Context: an optimization exercise on an open-source flow, tuned for small area and a short achievable clock period. The choices shown serve that exercise and are no tape-out recipe. The RTL was checked by simulation tests, not by an equivalence proof against the original design.

Setup of run 1:
## vec_fma
module vec_fma (
    input  wire        clk,
    input  wire        rst,
    input  wire        in_valid,
    input  wire [31:0] in_a,
    input  wire [31:0] in_b,
    input  wire [31:0] in_c,
    output reg         out_valid,
    output reg  [31:0] out_r
);
    reg        s0_valid;
    reg [31:0] s0_a, s0_b, s0_c;
    reg        s0_afz, s0_bfz, s0_cfz, s0_aez, s0_bez, s0_cez;
    wire [25:0] ibx = {2'b00, in_b[30:23] != 8'd0, in_b[22:0]};
    wire [12:0] e_one, e_two;
    wire [12:0] e_neg;
    genvar gk;
    generate
        for (gk = 0; gk < 13; gk = gk + 1) begin : g_benc
            wire x2 = ibx[2*gk+1];
            wire x1 = ibx[2*gk];
            wire x0 = (gk == 0) ? 1'b0 : ibx[2*gk-1];
            assign e_one[gk] = x1 ^ x0;
            assign e_two[gk] = (x2 & ~x1 & ~x0) | (~x2 & x1 & x0);
            assign e_neg[gk] = x2;
        end
    endgenerate
    reg [12:0] s0_one, s0_two;
    reg [11:0] s0_neg;
    always @(posedge clk) begin
        if (rst) s0_valid <= 1'b0;
        else     s0_valid <= in_valid;
        s0_a <= in_a;
        s0_b <= in_b;
        s0_c <= in_c;
  ...
Size: about 5900 cells after synthesis, about 370 flip-flops, about 130 I/O pins, ~41000 sq um of cells after synthesis.
export LEC_CHECK = 0
export ABC_AREA = 1
export CAP_MARGIN = 20
export CORE_MARGIN = 2
export CORE_UTILIZATION = 45
export CTS_CLUSTER_DIAMETER = 120
export CTS_CLUSTER_SIZE = 24
export SLEW_MARGIN = 20
create_clock -name core_clock -period 25.0 [get_ports {clk}]
standard.sh (not shown) runs the stock make flow with config.mk's settings and CLKGATE_MAP_FILE= SYNTH_SCRIPT=/design/flow/synth_recipe.tcl, a recipe that flattens the netlist after the stock synthesis.
==> flow/flow/run.sh <==
#!/bin/bash
# Standard ORFS layout; repair_timing aims for a setup slack of at least
# 18.95 ns at the design's clock period.
set -euo pipefail
bash standard.sh SETUP_SLACK_MARGIN=18.95 'BUFFER_PORTS_ARGS=-buffer_cell sky130_fd_sc_hd__buf_2' finish > standard.log 2>&1
Run 1 finished end to end and its layout was clean on timing, DRC and antenna.
The following lists how run 2 was set up differently from run 1:
-- flow/config.mk --
<<< run 1, line 9
export CAP_MARGIN = 20
export CORE_MARGIN = 2
export CORE_UTILIZATION = 45
export CTS_CLUSTER_DIAMETER = 120
export CTS_CLUSTER_SIZE = 24
export SLEW_MARGIN = 20
>>> run 2, line 9
export CAP_MARGIN = 20
export CORE_MARGIN = 2
export CORE_UTILIZATION = 40
export CTS_CLUSTER_DIAMETER = 120
export CTS_CLUSTER_SIZE = 24
export SLEW_MARGIN = 20
export TNS_END_PERCENT = 50
Findings:
Side by side, proportion of cell area occupied by multi-input gates turned out lower in run 2 than in run 1. Summary of run 2 over run 1: pin count of the biggest net entering global routing has decreased; filler-free cell count of the finished design has increased. The highest cell delay on the worst timing path number comes out lower for run 1 vs run 2.
Edits applied to the flow inputs when going from run 2 to run 3:
-- flow/config.mk --
<<< run 2, line 10
export CORE_MARGIN = 2
export CORE_UTILIZATION = 40
export CTS_CLUSTER_DIAMETER = 120
export CTS_CLUSTER_SIZE = 24
export SLEW_MARGIN = 20
export TNS_END_PERCENT = 50
>>> run 3, line 10
export CORE_MARGIN = 2
export CORE_UTILIZATION = 40
export CTS_CLUSTER_DIAMETER = 100
export CTS_CLUSTER_SIZE = 20
export SLEW_MARGIN = 20
[summary]
Summary: with run 2 as the reference, count of non-CTS buffers in the layout in run 3 moved down by a few percent.
Relative to run 2, the number of global-route vias before repair measured on run 3 has increased slightly.
~same share of the core filled with cells in run 3 and run 2
The number of I/O pins on run 2 is in line with that on run 3.
First-pass iteration count of the detailed router delta for run 3 relative to run 2: 1 lower
Comparing run 3 and run 2, the higher met2 layer wire length in the routed design was measured on run 3.
Looking at worst setup path endpoint, the out_r[22] result is from run 3; the out_r[18] one comes from run 2.
Run 3 -> run 2: depth of the worst hold-timing path delta 0, exact match
Input-level comparison between run 4 and run 3:
-- flow/config.mk --
<<< run 3, line 9
export CAP_MARGIN = 20
export CORE_MARGIN = 2
export CORE_UTILIZATION = 40
export CTS_CLUSTER_DIAMETER = 100
export CTS_CLUSTER_SIZE = 20
export SLEW_MARGIN = 20
>>> run 4, line 9
export CAP_MARGIN = 20
export CORE_MARGIN = 2
export CORE_UTILIZATION = 50
export CTS_CLUSTER_DIAMETER = 120
export CTS_CLUSTER_SIZE = 24
export SLEW_MARGIN = 20
Results
- The maximum clock frequency of run 4 is higher than that of run 3.
- Re largest net degree at the start of global routing: no difference whatsoever between run 4 and run 3.
- Compared with run 3, run 4 shows a final critical path time including I/O delays and setup that is 0.021 ns lower.
- Compared run 4 vs run 3, and data arrival time of the critical path is up in run 4.
- On routed length on met2, run 4 and run 3 are neck and neck.
- Going from run 3 to run 4, total grt overflow level; share of the cycle needed by the critical path after routing has remained practically unchanged; clock network latency to the later pin of the worst-skew pair now smaller.
- The lower worst hold slack came out of run 3.
- Slew of the pin with the lowest slew margin in run 4 is 0.014 ns above run 3.
Changes in run 5 relative to run 4:
==> flow/flow/run.sh <==
#!/bin/bash
# Standard ORFS layout; repair_timing aims for a setup slack of at least
# 18.9 ns at the design's clock period.
set -euo pipefail
bash standard.sh SETUP_SLACK_MARGIN=18.9 'BUFFER_PORTS_ARGS=-buffer_cell sky130_fd_sc_hd__buf_2' finish > standard.log 2>&1
-- flow/config.mk --
<<< run 4, line 9
export CAP_MARGIN = 20
export CORE_MARGIN = 2
export CORE_UTILIZATION = 50
export CTS_CLUSTER_DIAMETER = 120
export CTS_CLUSTER_SIZE = 24
>>> run 5, line 9
export CAP_MARGIN = 20
export CORE_MARGIN = 2
export CORE_UTILIZATION = 45
export CTS_CLUSTER_DIAMETER = 120
export CTS_CLUSTER_SIZE = 24
[summary]
Compared with run 4, run 5 shows a lower routed length on met3. Compared with run 4, run 5 shows number of non-clock buffers in the layout that has gone up by a few percent. On run 5: total detailed-routing wirelength is 1.5% higher than what run 4 gave. in_a[17] as the worst setup path startpoint was reported by run 4, and out_r[11]$_SDFF_PP0_ by run 5. Top achievable clock speed of run 5 is on par with run 4. Run 4 vs run 5, cell type of the slowest stage on the worst timing path: nor2_1 vs dfxtp_2.
diff inputs: run 5 => run 6
==> flow/flow/run.sh <==
#!/bin/bash
# Standard ORFS layout; repair_timing aims for a setup slack of at least
# 18.95 ns at the design's clock period.
set -euo pipefail
bash standard.sh SETUP_SLACK_MARGIN=18.95 'BUFFER_PORTS_ARGS=-buffer_cell sky130_fd_sc_hd__buf_2' finish > standard.log 2>&1
-- flow/config.mk --
<<< run 5, line 9
export CAP_MARGIN = 20
export CORE_MARGIN = 2
export CORE_UTILIZATION = 45
export CTS_CLUSTER_DIAMETER = 120
export CTS_CLUSTER_SIZE = 24
export SLEW_MARGIN = 20
>>> run 6, line 9
export CAP_MARGIN = 20
export CORE_MARGIN = 2
export CORE_UTILIZATION = 40
export SLEW_MARGIN = 20
==> comparison <==
Run 6 reached the end of the flow, and the finished layout is clean on the timing, design-rule and antenna checks.
The number of DRC markers in iteration 0 of run 6 exceeds that of run 5 by 146.
For the overall fraction of global-route tracks in use, run 6 came in 3.9 points lower than run 5 did.
Looking only at growth of design area from synthesis to finish, and setting everything else aside, the higher value of run 5 and run 6 goes to run 6.
On worst setup slack, run 6 does worse than run 5.
Comparing run 5 and run 6, the lower post-detailed-routing wire length was measured on run 6.

-- port drivers added, routing unchanged --
Ports are ideal in the flow. The routed layouts listed here were re-timed in OpenROAD.
Step 1 sets driving cells, clkbuf_16 on the clock port and buf_2 on the other inputs (assumed; they add their load-dependent delay and slew).
Step 2 times the ports against the registers' clock, not the clock port: input delays grow and output delays shrink by t, the midpoint of the rising clock arrivals with the driver on.
Three values: ideal ports, drivers, drivers and shift; two values: the first two.
run	shift t [ns]	setup slack, ns	hold slack, ns	clock arrival spread, ns
run 1	0.677	18.959 / 18.889 / 18.420	0.343 / 0.343 / 0.343	0.046 / 0.046
run 2	0.703	18.897 / 18.823 / 18.444	0.335 / 0.335 / 0.335	0.030 / 0.030
run 3	0.704	18.922 / 18.848 / 18.456	0.333 / 0.333 / 0.333	0.045 / 0.045
run 4	0.667	18.943 / 18.875 / 18.327	0.338 / 0.338 / 0.338	0.037 / 0.037
run 5	0.672	18.950 / 18.882 / 18.447	0.342 / 0.342 / 0.342	0.036 / 0.035
run 6	0.693	18.944 / 18.870 / 18.452	0.328 / 0.328 / 0.328	0.040 / 0.040
After both steps setup and hold are still met in every run listed. The setup slack of run 4, which loses most, moves by -0.068 ns with the drivers and by -0.616 ns with both steps.
